This is an optimization exercise on Yosys and OpenROAD, whose aim is small area, a short achievable clock period and few clock cycles per item, not a production implementation. At most, simulation tests tie the RTL to the original design; equivalence was not proved. For run 1, only the layout was checked, not whether the RTL still works.

[flow/design.v]
module sha384_core (
    input  wire         clk,
    input  wire         rst,
    input  wire         in_valid,
    output wire         in_ready,
    input  wire [63:0]  in_data,
    input  wire         in_first,
    input  wire         in_last,
    output reg          out_valid,
    output wire [383:0] out_digest
);
    localparam [63:0] IV0 = 64'hcbbb9d5dc1059ed8;
    localparam [63:0] IV1 = 64'h629a292a367cd507;
    localparam [63:0] IV2 = 64'h9159015a3070dd17;
    localparam [63:0] IV3 = 64'h152fecd8f70e5939;
    localparam [63:0] IV4 = 64'h67332667ffc00b31;
    localparam [63:0] IV5 = 64'h8eb44a8768581511;
    localparam [63:0] IV6 = 64'hdb0c2e0d64f98fa7;
    localparam [63:0] IV7 = 64'h47b5481dbefa4fa4;
    localparam [2:0] ST_INIT  = 3'd0;    
    localparam [2:0] ST_WAIT  = 3'd1;    
    localparam [2:0] ST_ROUND = 3'd2;    
    localparam [2:0] ST_SPIN  = 3'd3;    
    localparam [2:0] ST_FIN   = 3'd4;    
    localparam [2:0] ST_ISPIN = 3'd5;    
    function [63:0] krom(input [6:0] i);
        case (i)
            7'd0: krom = 64'h428a2f98d728ae22;
            7'd1: krom = 64'h7137449123ef65cd;
            7'd2: krom = 64'hb5c0fbcfec4d3b2f;
            7'd3: krom = 64'he9b5dba58189dbbc;
            7'd4: krom = 64'h3956c25bf348b538;
            7'd5: krom = 64'h59f111f1b605d019;
            7'd6: krom = 64'h923f82a4af194f9b;
            7'd7: krom = 64'hab1c5ed5da6d8118;
            7'd8: krom = 64'hd807aa98a3030242;
            7'd9: krom = 64'h12835b0145706fbe;
            7'd10: krom = 64'h243185be4ee4b28c;
            7'd11: krom = 64'h550c7dc3d5ffb4e2;
            7'd12: krom = 64'h72be5d74f27b896f;
            7'd13: krom = 64'h80deb1fe3b1696b1;
            7'd14: krom = 64'h9bdc06a725c71235;
            7'd15: krom = 64'hc19bf174cf692694;
            7'd16: krom = 64'he49b69c19ef14ad2;
            7'd17: krom = 64'hefbe4786384f25e3;
            7'd18: krom = 64'h0fc19dc68b8cd5b5;
            7'd19: krom = 64'h240ca1cc77ac9c65;
            7'd20: krom = 64'h2de92c6f592b0275;
            7'd21: krom = 64'h4a7484aa6ea6e483;
            7'd22: krom = 64'h5cb0a9dcbd41fbd4;
            7'd23: krom = 64'h76f988da831153b5;
            7'd24: krom = 64'h983e5152ee66dfab;
            7'd25: krom = 64'ha831c66d2db43210;
            7'd26: krom = 64'hb00327c898fb213f;
            7'd27: krom = 64'hbf597fc7beef0ee4;
            7'd28: krom = 64'hc6e00bf33da88fc2;
            7'd29: krom = 64'hd5a79147930aa725;
            7'd30: krom = 64'h06ca6351e003826f;
            7'd31: krom = 64'h142929670a0e6e70;
            7'd32: krom = 64'h27b70a8546d22ffc;
            7'd33: krom = 64'h2e1b21385c26c926;
            7'd34: krom = 64'h4d2c6dfc5ac42aed;
            7'd35: krom = 64'h53380d139d95b3df;
            7'd36: krom = 64'h650a73548baf63de;
            7'd37: krom = 64'h766a0abb3c77b2a8;
            7'd38: krom = 64'h81c2c92e47edaee6;
            7'd39: krom = 64'h92722c851482353b;
            7'd40: krom = 64'ha2bfe8a14cf10364;
            7'd41: krom = 64'ha81a664bbc423001;
            7'd42: krom = 64'hc24b8b70d0f89791;
            7'd43: krom = 64'hc76c51a30654be30;
            7'd44: krom = 64'hd192e819d6ef5218;
            7'd45: krom = 64'hd69906245565a910;
            7'd46: krom = 64'hf40e35855771202a;
            7'd47: krom = 64'h106aa07032bbd1b8;
            7'd48: krom = 64'h19a4c116b8d2d0c8;
            7'd49: krom = 64'h1e376c085141ab53;
            7'd50: krom = 64'h2748774cdf8eeb99;
            7'd51: krom = 64'h34b0bcb5e19b48a8;
            7'd52: krom = 64'h391c0cb3c5c95a63;
            7'd53: krom = 64'h4ed8aa4ae3418acb;
            7'd54: krom = 64'h5b9cca4f7763e373;
            7'd55: krom = 64'h682e6ff3d6b2b8a3;
            7'd56: krom = 64'h748f82ee5defb2fc;
            7'd57: krom = 64'h78a5636f43172f60;
            7'd58: krom = 64'h84c87814a1f0ab72;
            7'd59: krom = 64'h8cc702081a6439ec;
            7'd60: krom = 64'h90befffa23631e28;
            7'd61: krom = 64'ha4506cebde82bde9;
            7'd62: krom = 64'hbef9a3f7b2c67915;
            7'd63: krom = 64'hc67178f2e372532b;
            7'd64: krom = 64'hca273eceea26619c;
            7'd65: krom = 64'hd186b8c721c0c207;
            7'd66: krom = 64'heada7dd6cde0eb1e;
            7'd67: krom = 64'hf57d4f7fee6ed178;
            7'd68: krom = 64'h06f067aa72176fba;
            7'd69: krom = 64'h0a637dc5a2c898a6;
            7'd70: krom = 64'h113f9804bef90dae;
            7'd71: krom = 64'h1b710b35131c471b;
            7'd72: krom = 64'h28db77f523047d84;
            7'd73: krom = 64'h32caab7b40c72493;
            7'd74: krom = 64'h3c9ebe0a15c9bebc;
            7'd75: krom = 64'h431d67c49c100d4c;
            7'd76: krom = 64'h4cc5d4becb3e42b6;
            7'd77: krom = 64'h597f299cfc657e2a;
            7'd78: krom = 64'h5fcb6fab3ad6faec;
            7'd79: krom = 64'h6c44198c4a475817;
            default: krom = 64'd0;
        endcase
    endfunction
    function [63:0] add_bk(input [63:0] x, input [63:0] y);
        reg [63:0] gg, pp;
        integer i, l;
        begin
            gg = x & y;
            pp = x ^ y;
            for (l = 1; l < 64; l = l * 2)
                for (i = 2 * l - 1; i < 64; i = i + 2 * l) begin
                    gg[i] = gg[i] | (pp[i] & gg[i - l]);
                    pp[i] = pp[i] & pp[i - l];
                end
            for (l = 16; l >= 1; l = l / 2)
                for (i = 3 * l - 1; i < 64; i = i + 2 * l) begin
                    gg[i] = gg[i] | (pp[i] & gg[i - l]);
                    pp[i] = pp[i] & pp[i - l];
                end
            add_bk = (x ^ y) ^ {gg[62:0], 1'b0};
        end
    endfunction
    reg [2:0]  st;
    reg [3:0]  cnt;
    reg [6:0]  t;            
    reg        got0;         
    reg        ufirst;       
    reg        last_pend;    
    reg        last_blk;     
    reg        fresh;        
    reg        qiv;          
    reg        rdy;
    reg [63:0] a, b, c, d, e, f, g, h;
    reg [63:0] q0, q1, q2, q3, q4, q5, q6, q7;    
    reg [63:0] w [0:15];                          
    reg [63:0] p;                                 
    reg [63:0] kn;
    assign in_ready   = rdy;
    assign out_digest = {q3, q2, q1, q0, q7, q6};
    wire take = in_valid & rdy;
    wire [63:0] big_s0 = {a[27:0], a[63:28]} ^ {a[33:0], a[63:34]} ^ {a[38:0], a[63:39]};
    wire [63:0] big_s1 = {e[13:0], e[63:14]} ^ {e[17:0], e[63:18]} ^ {e[40:0], e[63:41]};
    wire [63:0] ch     = (e & f) | (~e & g);
    wire [63:0] maj    = (a & b) | (a & c) | (b & c);
    wire [63:0] x1s = p ^ ch ^ maj;
    wire [63:0] x1c = {((p & ch) | (p & maj) | (ch & maj)), 1'b0};
    wire [63:0] x2s = x1s ^ big_s1 ^ big_s0;
    wire [63:0] x2c = {((x1s & big_s1) | (x1s & big_s0) | (big_s1 & big_s0)), 1'b0};
    wire [63:0] x3s = x2s ^ x2c ^ x1c;
    wire [63:0] x3c = {((x2s & x2c) | (x2s & x1c) | (x2c & x1c)), 1'b0};
    wire [63:0] a_rnd = x3s + x3c;
    wire [63:0] y1s = d ^ p ^ ch;
    wire [63:0] y1c = {((d & p) | (d & ch) | (p & ch)), 1'b0};
    wire [63:0] y2s = y1s ^ y1c ^ big_s1;
    wire [63:0] y2c = {((y1s & y1c) | (y1s & big_s1) | (y1c & big_s1)), 1'b0};
    wire [63:0] e_rnd = y2s + y2c;
    wire [63:0] w15 = w[15];
    wire [63:0] v1s = g ^ kn ^ w15;
    wire [63:0] v1c = {((g & kn) | (g & w15) | (kn & w15)), 1'b0};
    wire [63:0] p_n = add_bk(v1s, v1c);
    wire [63:0] sm0 = {w[1][0], w[1][63:1]} ^ {w[1][7:0], w[1][63:8]} ^ (w[1] >> 7);
    wire [63:0] sm1 = {w[14][18:0], w[14][63:19]} ^ {w[14][60:0], w[14][63:61]} ^ (w[14] >> 6);
    wire [63:0] z1s = sm0 ^ sm1 ^ w[9];
    wire [63:0] z1c = {((sm0 & sm1) | (sm0 & w[9]) | (sm1 & w[9])), 1'b0};
    wire [63:0] z2s = z1s ^ z1c ^ w[0];
    wire [63:0] z2c = {((z1s & z1c) | (z1s & w[0]) | (z1c & w[0])), 1'b0};
    wire        fin_now = (st == ST_FIN);
    wire [63:0] w_sum = add_bk(fin_now ? h : z2s, fin_now ? q4 : z2c);
    wire [63:0] w_new = w_sum;
    wire [63:0] fin_a = add_bk(d, q0);
    wire [63:0] fin_e = w_sum;
    wire op_round = (st == ST_ROUND);
    wire op_fin   = (st == ST_FIN);
    wire op_init  = (st == ST_INIT) || (st == ST_ISPIN && cnt[3:2] == 2'd0);
    wire q_iv     = op_init || (op_round && qiv && t[6:2] == 5'd0);
    wire a_iv     = op_init || (op_fin && last_blk);
    wire a_fin    = op_fin && !last_blk;
    wire slot1    = ((st == ST_INIT || st == ST_FIN) && cnt[1:0] == 2'd3) ||
                    (st == ST_WAIT && cnt[1:0] == 2'd3) ||
                    ((st == ST_SPIN || st == ST_ISPIN) && cnt == 4'd15);
    wire ld_in    = st == ST_INIT || st == ST_WAIT || op_fin ||
                    (op_round && t <= 7'd13) ||
                    ((st == ST_SPIN || st == ST_ISPIN) && cnt == 4'd15);
    wire ld_sched = op_round && t >= 7'd14;
    wire [1:0] iv_i = op_round ? t[1:0] : cnt[1:0];
    reg [63:0] iv_a, iv_e;
    always @(*) begin
        case (iv_i)
            2'd0: begin iv_a = IV3; iv_e = IV7; end
            2'd1: begin iv_a = IV2; iv_e = IV6; end
            2'd2: begin iv_a = IV1; iv_e = IV5; end
            default: begin iv_a = IV0; iv_e = IV4; end
        endcase
    end
    wire [6:0] kidx = op_round ? t + 7'd2 : slot1 ? t + 7'd1 : t;
    reg [2:0] st_n;
    reg [3:0] cnt_n;
    reg [6:0] t_n;
    reg       got0_n, ufirst_n, lp_n, lb_n, fresh_n, qiv_n, ov_n;
    always @(*) begin
        st_n     = st;
        cnt_n    = cnt + 4'd1;
        t_n      = t;
        got0_n   = 1'b0;
        ufirst_n = ufirst;
        lp_n     = last_pend;
        lb_n     = last_blk;
        fresh_n  = fresh;
        qiv_n    = qiv;
        ov_n     = 1'b0;
        case (st)
        ST_INIT, ST_WAIT, ST_FIN: begin
            if (cnt[1:0] == 2'd2) begin
                got0_n = take;
                if (take) begin
                    lp_n     = in_last;
                    ufirst_n = in_first && !(st == ST_INIT || fresh ||
                                             (st == ST_FIN && last_blk));
                end
            end
            if (cnt[1:0] == 2'd3) begin
                cnt_n = 4'd0;
                if (st == ST_INIT) begin
                    fresh_n = 1'b1;
                end
                if (st == ST_FIN) begin
                    ov_n    = last_blk;
                    fresh_n = last_blk;
                    qiv_n   = last_blk;
                end
                if (got0 && ufirst)  st_n = ST_ISPIN;
                else if (take)       st_n = ST_ROUND;
                else if (got0)       st_n = ST_SPIN;
                else                 st_n = ST_WAIT;
            end
        end
        ST_ROUND: begin
            cnt_n = 4'd0;
            t_n   = (t == 7'd79) ? 7'd0 : t + 7'd1;
            if (t == 7'd0) begin
                lb_n    = last_pend;
                fresh_n = 1'b0;
            end
            if (t == 7'd3) qiv_n = 1'b0;
            if (t == 7'd79)                 st_n = ST_FIN;
            else if (t <= 7'd13 && !take)   st_n = ST_SPIN;
        end
        ST_SPIN: begin
            if (cnt == 4'd15 && take) st_n = ST_ROUND;
        end
        ST_ISPIN: begin
            ufirst_n = 1'b0;
            qiv_n    = 1'b0;
            if (cnt == 4'd15) st_n = take ? ST_ROUND : ST_SPIN;
        end
        default: begin
            st_n = ST_INIT; cnt_n = 4'd0;
        end
        endcase
    end
    wire slot0_n = (st_n == ST_INIT || st_n == ST_WAIT || st_n == ST_FIN) &&
                   cnt_n[1:0] == 2'd2;
    wire slot1_n = (st_n == ST_INIT || st_n == ST_WAIT || st_n == ST_FIN) &&
                   cnt_n[1:0] == 2'd3 && got0_n && !ufirst_n;
    wire rdy_n   = slot0_n || slot1_n ||
                   (st_n == ST_ROUND && t_n <= 7'd13) ||
                   ((st_n == ST_SPIN || st_n == ST_ISPIN) && cnt_n == 4'd15);
    always @(posedge clk) begin
        if (rst) begin
            st        <= ST_INIT;
            cnt       <= 4'd0;
            t         <= 7'd0;
            rdy       <= 1'b0;
            out_valid <= 1'b0;
            got0      <= 1'b0;
            ufirst    <= 1'b0;
            last_pend <= 1'b0;
            last_blk  <= 1'b0;
            fresh     <= 1'b1;
            qiv       <= 1'b0;
        end else begin
            st        <= st_n;
            cnt       <= cnt_n;
            t         <= t_n;
            rdy       <= rdy_n;
            out_valid <= ov_n;
            got0      <= got0_n;
            ufirst    <= ufirst_n;
            last_pend <= lp_n;
            last_blk  <= lb_n;
            fresh     <= fresh_n;
            qiv       <= qiv_n;
        end
    end
    integer i;
    always @(posedge clk) begin
        kn <= krom(kidx);
        p  <= p_n;
        b <= a; c <= b; d <= c;
        f <= e; g <= f; h <= g;
        if (op_round)   begin a <= a_rnd; e <= e_rnd; end
        else if (a_fin) begin a <= fin_a; e <= fin_e; end
        else if (a_iv)  begin a <= iv_a;  e <= iv_e;  end
        else            begin a <= d;     e <= h;     end
        q0 <= q1; q1 <= q2; q2 <= q3;
        q4 <= q5; q5 <= q6; q6 <= q7;
        if (op_fin)     begin q3 <= fin_a; q7 <= fin_e; end
        else if (q_iv)  begin q3 <= iv_a;  q7 <= iv_e;  end
        else            begin q3 <= q0;    q7 <= q4;    end
        for (i = 0; i < 15; i = i + 1)
            w[i] <= w[i + 1];
        if (ld_in)         w[15] <= in_data;
        else if (ld_sched) w[15] <= w_new;
        else               w[15] <= w[0];
    end
endmodule
[flow/flow/run.sh]
#!/bin/bash
# Standard synthesis and layout; timing repair aims at a margin of
# MARGIN ns over the design's clock period, so the design is sized for
# a shorter period than the design's constraint alone would ask.
set -euo pipefail
MARGIN=$(cat flow/margin.txt)
bash standard.sh synth > synth.log 2>&1
bash standard.sh SETUP_SLACK_MARGIN=$MARGIN finish > layout.log 2>&1
[flow/flow/margin.txt]
10.5
[flow/standard.sh]
#!/bin/bash
# synth_recipe.tcl (not shown) runs the flow's synth.tcl, then flattens the netlist and writes it again
# the make line also repeats each setting of config.mk as NAME=value (left out here)
make -C /OpenROAD-flow-scripts/flow DESIGN_CONFIG=/design/flow/config.mk WORK_HOME=/design/flow/orfs CLKGATE_MAP_FILE= SYNTH_SCRIPT=/design/flow/synth_recipe.tcl "${@:-finish}"
[flow/config.mk]
export PLATFORM = sky130hd
export DESIGN_NAME = sha384_core
export DESIGN_NICKNAME = sha384_core
export VERILOG_FILES = /design/flow/design.v
export SDC_FILE = /design/flow/constraint.sdc
export NUM_CORES = 4
export LEC_CHECK = 0
export ABC_AREA = 1
export CAP_MARGIN = 20
export CORE_MARGIN = 2
export CORE_UTILIZATION = 45
export SLEW_MARGIN = 20
export SYNTH_MEMORY_MAX_BITS = 16384
[flow/constraint.sdc]
create_clock -name core_clock -period 15.0 [get_ports {clk}]
set_input_delay 3.0000 -clock core_clock [delete_from_list [all_inputs] [get_ports {clk}]]
set_output_delay 3.0000 -clock core_clock [all_outputs]
set_load 0.01 [all_outputs]
==> parameters.txt, run 1 <==
Parameter                              Value

Status
  Outcome ... complete, no violations

Drt
  Number of vias per cell ... 5.91
  DRC violations left ... 0
  Iteration count of the initial detailed-routing pass ... 10
  Routed Antenna Nets ... 0
  Via count ... 82.2k
  Number of DRC markers after the initial detailed-route iteration ... 11.8k
  Final wirelength ... 510 mm
  Wirelength per Cell ... 36.7 um

Final layout
  Area growth, synth to finish ... 24.7%
  Nets@finish ... 11.9k
  Commonest non-fill, non-tap cell in the layout ... dfxtp_1
  Number of cells in the finished layout apart from fillers ... 13.9k
  End-of-flow core utilization ... 56.6%
  Highest-count cells in the layout ignoring fill and taps ... dfxtp_1 (1,782), nand2_1 (1,634), inv_1 (1,384), nand3_1 (565), nor2_1 (561)
  Filler cell count ... 18.0k
  Share of cells above drive strength 1 ... 22.2%
  Number of flip-flops under the largest register name ... 1,024
  Total area of multi-input combinational cells ... 49,100 sq um
  Register with the most flip-flops ... w
  Sequential cell area ... 45,000 sq um

Worst setup path
  Cell chain of the critical path ... xnor2_1 -> xor2_1 -> inv_1 -> fa_1 -> fa_1 -> nand2_1 -> o21ai_0 -> ha_2 -> a21oi_2 -> nor2_1 -> nor2_1 -> nand3_2 -> a21oi_4 -> nand2_8 -> nand2_4 -> nand2_4 -> nand3_2 -> nand2_2 -> fa_2 -> o211ai_1 -> nand2_1
  Startpoint type of the worst setup path ... flip-flop
  Crit-path slowest cell ... o211ai_1
  CP required ... 15.71 ns
  Delay of the slowest cell on the worst path ... 0.67 ns
  Arrival time reported for the critical path endpoint ... 5.83 ns
  Crit end category ... flip-flop
  Peak fanout along the critical path ... 4
  Critical Setup Path Class ... flip-flop to flip-flop

Run
  Number of max-cap violations ... 0

Yosys
  Portion of the post-synthesis area used by sequential elements ... 46.8%
  Top flip-flop cell by instance count after synthesis ... dfxtp_1
  Post-Syn Area ... 94,000 sq um
  Synth area leaders ... dfxtp_1 (47%), fa_1 (13%), nand2_1 (7.0%)
  Number of synthesis warnings ... 2
  Gate count after technology mapping ... 10.1k
  FF+latch count, synth ... 2,198
  Library cell with the largest summed area after synthesis ... dfxtp_1
  Syn Nets ... 11.1k
  Fraction of registers with async set or reset after synthesis ... 0%
  EDFF count, synth ... 0
  Top-area cell type share of the netlist area ... 46.8%
  Number of different library cells in the post-synthesis netlist ... 57
  Mean post-synth cell area ... 9.28 sq um

STA
  Fmax ... 195 MHz
  Headroom to the max-slew limit ... 12.2%
  Worst Hold Slack ... 0.292 ns
  Slew Viols, Final ... 0
  Setup skew after layout ... 0.117 ns
  Final setup slack of the worst path ... 9.88 ns
  Setup-failing EPs final ... 0
  RSZ-0062 raised after global routing ... yes
  Minimum period implied by the final worst setup slack ... 5.12 ns
  Share of the clock period used by the worst path ... 34.1%
  Setup Total Neg Slack ... 0 ns
  Worst-Margin Slew ... 1.32 ns
  Final hold violation count ... 0

Clock tree
  Clock latency of the later-clocked register in the worst-skew pair ... 0.95 ns
  H-Tree Depth ... 4
  Root buffer cell ... clkbuf_16
  Clock net sink count ... 2,198
  Clock tree from TritonCTS ... done
  Maximum clock path buffer count ... 3
  Clock slew at reported path FFs ... 0.07 ns
  Number of buffers created by CTS ... 213

Floorplanning
  Core outline area ... 207,000 sq um
  Num rows ... 167
  Height of the die ... 461 um
  I/O pins ... 455
  Die width ... 461 um
  Starting Density ... 45.3%
  Area enclosed by the die boundary ... 213,000 sq um

Global routing
  GRT Util Overall ... 46.7%
  Number of antenna violations at the first check in global routing ... 54
  Wire length of the first global-routing pass ... 669 mm
  Number of global-route vias before repair ... 78.4k
  GR Overflow Total ... 0
  Largest net degree at the start of global routing ... 120

Placement
  HPWL reported at the end of detailed placement ... 413 mm
  Dpl ws ... 8.87 ns
  Number of port buffers ... 454
  Total placed cells including tap cells ... 13.3k
  Placer Congestion ... 1.16

Hold path
  HP Class ... flip-flop to flip-flop
==> layout make-up <==
| class | instances | area share (%) |
|---|---|---|
| multi-input combinational | 6261 | 41.9 |
| sequential | 2198 | 38.4 |
| timing repair buffer | 796 | 5.55 |
| clock buffer | 278 | 5.05 |
| inverter | 1450 | 4.69 |
| tap | 2788 | 2.98 |
| clock inverter | 121 | 1.40 |
| antenna | 29 | 0.0619 |
==> worst paths after layout <==
check | from | endpoint | slack, ns | cells past startpoint
worst max-delay path | w[14][42] | e[58] | 9.88 | 21
worst min-delay path | w[2][15] | w[1][15] | 0.29 | 0
worst max register to register | w[14][42] | e[58] | 9.88 | 21
worst min register to register | w[2][15] | w[1][15] | 0.29 | 0
==> routing by layer <==
| metal | GRT usage (%) | share of wire, % |
|---|---|---|
| met3 | 20.2 | 15 |
| met1 | 60.8 | 38 |
| met5 | 1.72 | 0.24 |
| met4 | 27.6 | 7.6 |
| met2 | 63.6 | 39 |
==> timing repair <==
| item | in CTS | in global routing |
|---|---|---|
| resized for setup | 2534 | 780 |
| setup buffers | 100 | 130 |
| setup endpoints to repair | 668 | 302 |
| pin swaps | 101 | 224 |
| cloned | 1 | 1 |
| hold buffers | 0 | 0 |
==> worst max-delay path: cells and delay by family, from the launching register on <==
kind,cells,cell delay [ns]
compound gates,4,1.21
simple gates,10,0.92
buf+inv,1,0.11
fa+ha+maj,4,1.82
xor+xnor,2,0.50
flops,1,0.40
==> cell usage after synthesis, drive strengths merged, types with 44 or more instances <==
library cell and count:
o211ai 80, o22ai 48, nor2 651, nand4 52, clkbuf 113, a21oi 534, or2 45, inv 1449
xor2 382, o21a 67, nand3 618, dfxtp 2198, a31oi 44, nand2 1772, o21ai 551, fa 602
xnor2 248, ha 343, buf 109
==> through the flow <==
| stage | area, sq um |
|---|---|
| 3_5_place_dp | 102000 |
| 4_1_cts | 113000 |
| 5_1_grt | 117000 |
| 2_1_floorplan | 94000 |
| 6_report | 117000 |
| 3_3_place_gp | 102000 |
==> logic make-up (layout without fill, tap and decap cells) <==
| logic type | Yosys count | after routing | share of synthesized area, % |
|---|---|---|---|
| flip-flops | 2198 | 2198 | 46.8 |
| adder cells (fa/ha/maj) | 945 | 945 | 17.4 |
| AND/OR/NAND/NOR | 3215 | 3216 | 14.2 |
| AO/OA/AOI/OAI | 1470 | 1470 | 8.84 |
| other | 0 | 29 | 0 |
| XOR/XNOR | 630 | 630 | 5.87 |
| buffers and inverters | 1672 | 2645 | 6.86 |
==> inputs of run 2 (changes only) <==
--- a/flow/design.v
+++ b/flow/design.v
@@ -127,6 +127,22 @@
             add_bk = (x ^ y) ^ {gg[62:0], 1'b0};
         end
     endfunction
+    function [63:0] add_sk(input [63:0] x, input [63:0] y);
+        reg [63:0] gg, pp;
+        integer i, l, j;
+        begin
+            gg = x & y;
+            pp = x ^ y;
+            for (l = 1; l < 64; l = l * 2)
+                for (i = 0; i < 64; i = i + 1)
+                    if (((i / l) % 2) == 1) begin
+                        j = (i / l) * l - 1;
+                        gg[i] = gg[i] | (pp[i] & gg[j]);
+                        pp[i] = pp[i] & pp[j];
+                    end
+            add_sk = (x ^ y) ^ {gg[62:0], 1'b0};
+        end
+    endfunction
     reg [2:0]  st;
     reg [3:0]  cnt;
     reg [6:0]  t;            
@@ -147,8 +163,8 @@
     wire take = in_valid & rdy;
     wire [63:0] big_s0 = {a[27:0], a[63:28]} ^ {a[33:0], a[63:34]} ^ {a[38:0], a[63:39]};
     wire [63:0] big_s1 = {e[13:0], e[63:14]} ^ {e[17:0], e[63:18]} ^ {e[40:0], e[63:41]};
-    wire [63:0] ch     = (e & f) | (~e & g);
-    wire [63:0] maj    = (a & b) | (a & c) | (b & c);
+    wire [63:0] ch     = g ^ (e & (f ^ g));
+    wire [63:0] maj    = (a & (b | c)) | (b & c);
     wire [63:0] x1s = p ^ ch ^ maj;
     wire [63:0] x1c = {((p & ch) | (p & maj) | (ch & maj)), 1'b0};
     wire [63:0] x2s = x1s ^ big_s1 ^ big_s0;
@@ -171,25 +187,12 @@
     wire [63:0] z1c = {((sm0 & sm1) | (sm0 & w[9]) | (sm1 & w[9])), 1'b0};
     wire [63:0] z2s = z1s ^ z1c ^ w[0];
     wire [63:0] z2c = {((z1s & z1c) | (z1s & w[0]) | (z1c & w[0])), 1'b0};
-    wire        fin_now = (st == ST_FIN);
-    wire [63:0] w_sum = add_bk(fin_now ? h : z2s, fin_now ? q4 : z2c);
-    wire [63:0] w_new = w_sum;
+    wire [63:0] w_new = add_sk(z2s, z2c);
     wire [63:0] fin_a = add_bk(d, q0);
-    wire [63:0] fin_e = w_sum;
-    wire op_round = (st == ST_ROUND);
-    wire op_fin   = (st == ST_FIN);
-    wire op_init  = (st == ST_INIT) || (st == ST_ISPIN && cnt[3:2] == 2'd0);
-    wire q_iv     = op_init || (op_round && qiv && t[6:2] == 5'd0);
-    wire a_iv     = op_init || (op_fin && last_blk);
-    wire a_fin    = op_fin && !last_blk;
-    wire slot1    = ((st == ST_INIT || st == ST_FIN) && cnt[1:0] == 2'd3) ||
-                    (st == ST_WAIT && cnt[1:0] == 2'd3) ||
-                    ((st == ST_SPIN || st == ST_ISPIN) && cnt == 4'd15);
-    wire ld_in    = st == ST_INIT || st == ST_WAIT || op_fin ||
-                    (op_round && t <= 7'd13) ||
-                    ((st == ST_SPIN || st == ST_ISPIN) && cnt == 4'd15);
-    wire ld_sched = op_round && t >= 7'd14;
-    wire [1:0] iv_i = op_round ? t[1:0] : cnt[1:0];
+    wire [63:0] fin_e = add_bk(h, q4);
+    reg        op_round, op_fin, op_init, q_iv, a_iv, a_fin, ld_in, ld_sched;
+    reg [1:0]  iv_i;
+    reg [6:0]  kidx;         
     reg [63:0] iv_a, iv_e;
     always @(*) begin
         case (iv_i)
@@ -199,7 +202,6 @@
             default: begin iv_a = IV0; iv_e = IV4; end
         endcase
     end
-    wire [6:0] kidx = op_round ? t + 7'd2 : slot1 ? t + 7'd1 : t;
     reg [2:0] st_n;
     reg [3:0] cnt_n;
     reg [6:0] t_n;
@@ -269,6 +271,15 @@
                    cnt_n[1:0] == 2'd2;
     wire slot1_n = (st_n == ST_INIT || st_n == ST_WAIT || st_n == ST_FIN) &&
                    cnt_n[1:0] == 2'd3 && got0_n && !ufirst_n;
+    wire round_n  = (st_n == ST_ROUND);
+    wire fin_n    = (st_n == ST_FIN);
+    wire init_n   = (st_n == ST_INIT) || (st_n == ST_ISPIN && cnt_n[3:2] == 2'd0);
+    wire pre_n    = ((st_n == ST_INIT || st_n == ST_WAIT || st_n == ST_FIN) &&
+                     cnt_n[1:0] == 2'd3) ||
+                    ((st_n == ST_SPIN || st_n == ST_ISPIN) && cnt_n == 4'd15);
+    wire ld_in_n  = st_n == ST_INIT || st_n == ST_WAIT || fin_n ||
+                    (round_n && t_n <= 7'd13) ||
+                    ((st_n == ST_SPIN || st_n == ST_ISPIN) && cnt_n == 4'd15);
     wire rdy_n   = slot0_n || slot1_n ||
                    (st_n == ST_ROUND && t_n <= 7'd13) ||
                    ((st_n == ST_SPIN || st_n == ST_ISPIN) && cnt_n == 4'd15);
@@ -299,6 +310,31 @@
             qiv       <= qiv_n;
         end
     end
+    always @(posedge clk) begin
+        if (rst) begin
+            op_round <= 1'b0;
+            op_fin   <= 1'b0;
+            op_init  <= 1'b1;
+            q_iv     <= 1'b1;
+            a_iv     <= 1'b1;
+            a_fin    <= 1'b0;
+            ld_in    <= 1'b1;
+            ld_sched <= 1'b0;
+            iv_i     <= 2'd0;
+            kidx     <= 7'd0;
+        end else begin
+            op_round <= round_n;
+            op_fin   <= fin_n;
+            op_init  <= init_n;
+            q_iv     <= init_n || (round_n && qiv_n && t_n[6:2] == 5'd0);
+            a_iv     <= init_n || (fin_n && lb_n);
+            a_fin    <= fin_n && !lb_n;
+            ld_in    <= ld_in_n;
+            ld_sched <= round_n && t_n >= 7'd14;
+            iv_i     <= round_n ? t_n[1:0] : cnt_n[1:0];
+            kidx     <= round_n ? t_n + 7'd2 : pre_n ? t_n + 7'd1 : t_n;
+        end
+    end
     integer i;
     always @(posedge clk) begin
         kn <= krom(kidx);
==> flow/flow/run.sh (replaced) <==
#!/bin/bash
# Standard synthesis and layout, with these changes to how the layout is made:
#  * timing repair aims at a setup margin of MARGIN ns over the design's
#    clock period (flow/margin.txt), so gates are sized for a shorter period;
#  * clock tree synthesis uses the buffers in flow/ctsbuf.txt, clusters of up
#    to 20 sinks within 200 um per leaf buffer and no dummy loads;
#  * ports are buffered with buf_2 cells.
# The constraints (constraint.sdc) are the standard flow's, unchanged.
set -euo pipefail
MARGIN=$(cat flow/margin.txt)
CTS="-sink_clustering_enable -sink_clustering_size 20 -sink_clustering_max_diameter 200 -repair_clock_nets -dont_use_dummy_load -buf_list {$(cat flow/ctsbuf.txt)}"
bash standard.sh synth > synth.log 2>&1
bash standard.sh SETUP_SLACK_MARGIN=$MARGIN "CTS_ARGS=$CTS" "BUFFER_PORTS_ARGS=-buffer_cell sky130_fd_sc_hd__buf_2" finish > layout.log 2>&1
==> flow/flow/ctsbuf.txt (new file) <==
sky130_fd_sc_hd__clkbuf_16
==> flow/flow/margin.txt (replaced) <==
10.75
--- a/flow/config.mk
+++ b/flow/config.mk
@@ -8,6 +8,7 @@
 export ABC_AREA = 1
 export CAP_MARGIN = 20
 export CORE_MARGIN = 2
-export CORE_UTILIZATION = 45
+export CORE_UTILIZATION = 40
+export PLACE_DENSITY = 0.75
 export SLEW_MARGIN = 20
 export SYNTH_MEMORY_MAX_BITS = 16384
==> run 2 against run 1 <==
  * Routed wire length shrank 16%
  * Design area shrank 3.2%
  * Die area grew 14%
  * Utilization shrank 8.7 points
  * Hold slack lost 0.026 ns
  * Sequential cell count grew 16
  * Global-route usage shrank 12 points
  * Via count shrank 4.2%
  * Register-to-register slack gained 0.68 ns
  * Clock skew grew 0.023 ns
  * Critical endpoint is now kn[11]
  * Critical path depth shrank 10
  * Still clean on timing, DRC and antenna
==> parameters.txt, run 2 <==
Parameter                              Value

Worst setup path
  Logic depth of the worst setup path including buffers ... 11
  Family of cells with the greatest summed delay on the critical path ... compound AO/OA/AOI/OAI gates
  CP required ... 15.71 ns
  Crit path buf inv count ... 3
  Arrival time reported for the critical path endpoint ... 5.14 ns
  Startpoint type of the worst setup path ... flip-flop
  Critical Setup Path Class ... flip-flop to flip-flop
  Peak fanout along the critical path ... 19
  Reg2Reg Depth ... 11
  R2r startpoint ... kidx[0]
  Crit end category ... flip-flop
  Cell chain of the critical path ... buf_4 -> inv_1 -> ha_1 -> nor2_1 -> nor2_1 -> inv_1 -> o21ai_0 -> nor2_1 -> a31oi_1 -> nor2_1 -> o31ai_1
  Cell repeated most along the worst path ... nor2_1
  Critical path origin ... kidx[0]
  Crit-path slowest cell ... o21ai_0
  Delay of the slowest cell on the worst path ... 0.92 ns

Final layout
  Number of flip-flops under the largest register name ... 1,024
  Area growth, synth to finish ... 19.2%
  Cell area after layout ... 113,000 sq um
  Register with the most flip-flops ... w
  Highest-count cells in the layout ignoring fill and taps ... nand2_1 (1,683), dfxtp_1 (1,597), inv_1 (1,132), nor2_1 (641), fa_1 (565)
  Nets@finish ... 11.8k
  Commonest non-fill, non-tap cell in the layout ... nand2_1
  Share of cells above drive strength 1 ... 21.1%

Drt
  Routed Antenna Nets ... 0
  Number of vias per cell ... 5.67
  Iteration count of the initial detailed-routing pass ... 10
  Wirelength per Cell ... 31.0 um
  Number of DRC markers after the initial detailed-route iteration ... 11.4k
  Via count ... 78.8k
  Final wirelength ... 431 mm
  DRC violations left ... 0

STA
  Fmax ... 225 MHz
  Setup skew after layout ... 0.140 ns
  Minimum period implied by the final worst setup slack ... 4.43 ns
  Worst-Margin Slew ... 1.33 ns
  Slew Viols, Final ... 0
  Final hold violation count ... 0
  Setup-failing EPs final ... 0
  Headroom to the max-slew limit ... 11.1%
  Setup Total Neg Slack ... 0 ns
  Final setup slack of the worst path ... 10.57 ns
  RSZ-0062 raised after global routing ... yes
  Share of the clock period used by the worst path ... 29.6%

Global routing
  Number of antenna violations at the first check in global routing ... 37
  Wire length of the first global-routing pass ... 582 mm
  GR Overflow Total ... 0
  GRT Util Overall ... 34.3%
  Number of global-route vias before repair ... 75.1k
  Largest net degree at the start of global routing ... 73

Yosys
  Synth area leaders ... dfxtp_1 (47%), fa_1 (13%), nand2_1 (7.0%)
  Portion of the post-synthesis area used by sequential elements ... 46.5%
  Top flip-flop cell by instance count after synthesis ... dfxtp_1
  Gate count after technology mapping ... 10.0k
  Post-Syn Area ... 95,300 sq um
  Top cells by count, synth ... dfxtp_1 (2,214), nand2_1 (1,772), inv_1 (1,154)
  Number of different library cells in the post-synthesis netlist ... 70
  Top-area cell type share of the netlist area ... 46.5%
  Library cell with the largest summed area after synthesis ... dfxtp_1
  Fraction of registers with async set or reset after synthesis ... 0%
  Number of synthesis warnings ... 2
  Mean post-synth cell area ... 9.51 sq um
  Library cell with the highest instance count after synthesis ... dfxtp_1
  FF+latch count, synth ... 2,214
  EDFF count, synth ... 0
  Syn Nets ... 11.1k

Clock tree
  Clock tree from TritonCTS ... done
  Number of buffers created by CTS ... 120
  Clock latency of the later-clocked register in the worst-skew pair ... 0.91 ns
  Maximum clock path buffer count ... 3
  Clock net sink count ... 2,214
  Root buffer cell ... clkbuf_16
  Clock slew at reported path FFs ... 0.10 ns
  H-Tree Depth ... 3

Run
  Number of max-cap violations ... 0

Hold path
  Hold path cells ... 0
  Startpoint of the worst hold path ... w[10][3]
  HP Class ... flip-flop to flip-flop

Floorplanning
  Area enclosed by the die boundary ... 242,000 sq um
  Core outline area ... 237,000 sq um
  Die width ... 492 um
  Height of the die ... 492 um
  Starting Density ... 40.1%
  I/O pins ... 455
  Num rows ... 179

Placement
  HPWL reported at the end of detailed placement ... 344 mm
  Placer Congestion ... 1.12
  Number of port buffers ... 454
  Dpl ws ... 9.77 ns
  Placed cell areas ... 101,000 sq um

Status
  Outcome ... complete, no violations
run 2: cell types whose count changed after synthesis, moves of 54 or more:
| cell | before | now |
|---|---|---|
| inv_1 | 1436 | 1154 |
| xor2_1 | 382 | 307 |
| nor2_1 | 643 | 741 |
| nand3_1 | 611 | 454 |
| xnor2_1 | 248 | 336 |
| buf_2 | 75 | 21 |
| ha_1 | 343 | 407 |
| maj3_1 | 0 | 61 |
run 2: metal layers:
| metal | track usage (%) | routed length (um) | vias to the layer above |
|---|---|---|---|
| met5 | 0 | 226 | - |
| met4 | 20.9 | 34800 | 26 |
| met3 | 12.7 | 58900 | 1543 |
| met2 | 49.4 | 176000 | 5731 |
| met1 | 43.5 | 161000 | 38041 |
| li1 | - | - | 33475 |
run 2: repair_timing:
action | 4_1_cts | 5_1_grt
setup endpoints to repair | 515 | 484
gates cloned | 1 | 0
pin swaps | 34 | 107
hold buffers | 0 | 0
setup buffers | 146 | 113
gates resized for setup | 1505 | 585
run 2: metrics by stage:
stage / cells / util (%) / hold WS (ns)
floorplan: 10015 / - / 0.310
global placement: 13495 / 42.6 / 0.309
detailed placement: 13495 / 42.6 / 0.312
CTS: 13762 / 46.5 / 0.258
global route: 13878 / 47.8 / 0.254
finish: 13896 / 47.8 / 0.266
run 2: layout make-up:
| type | count | area (sq um) |
|---|---|---|
| antenna | 21 | 52.6 |
| clock buffer | 120 | 3000 |
| fill | 21637 | 124000 |
| inverter | 1167 | 4390 |
| multi-input combinational | 6427 | 49300 |
| sequential | 2214 | 45500 |
| tap | 3167 | 3960 |
| timing repair buffer | 780 | 7270 |
run 2: cell families after synthesis:
| family | Yosys count | synth area share (%) |
|---|---|---|
| AOI/OAI and AO/OA | 1472 | 9.02 |
| DFF | 2214 | 46.5 |
| adders and majority gates | 1075 | 18.7 |
| muxes | 43 | 0.508 |
| xor gates and xnor gates | 643 | 5.91 |
| and+or+nand+nor | 3194 | 13.8 |
| buffers and inverters | 1374 | 5.50 |
run 2: worst paths after layout:
| kind | endpoint | slack [ns] |
|---|---|---|
| worst min-delay path | w[9][3] | 0.27 |
| worst min register to register | w[9][3] | 0.27 |
| worst max register to register | kn[11] | 10.57 |
| worst max-delay path | kn[11] | 10.57 |
Testbench counts of run 2, summed over its fixed seeds: cycles 59,084, blocks 703.

==> port drivers added, routing unchanged <==
In the flow no input, the clock included, has a driving cell. The finished layouts below were timed again as built, in two steps. Step 1: set_driving_cell puts a clkbuf_16 on clk and a buf_2 on each other input, an assumption about the parent block. Step 2 also shifts input and output timing later by t, the mid clock arrival at the registers, as if the neighbouring blocks saw the same clock. Slacks: ideal ports / drivers / drivers and shift; pairs: ideal ports / drivers.
run	t (ns)	setup WS [ns]	worst setup path after step 2	latest minus earliest clock arrival (ns)	cell pins on the clock port's net
run 1	0.974	9.883 / 9.883 / 9.883	register to register	0.117 / 0.117	1
run 2	0.923	10.565 / 10.521 / 10.125	input to register	0.140 / 0.141	1
After both steps every run listed still meets setup and hold. The setup slack of run 2, which loses most, moves by -0.044 ns with the drivers and by -0.440 ns with both steps.
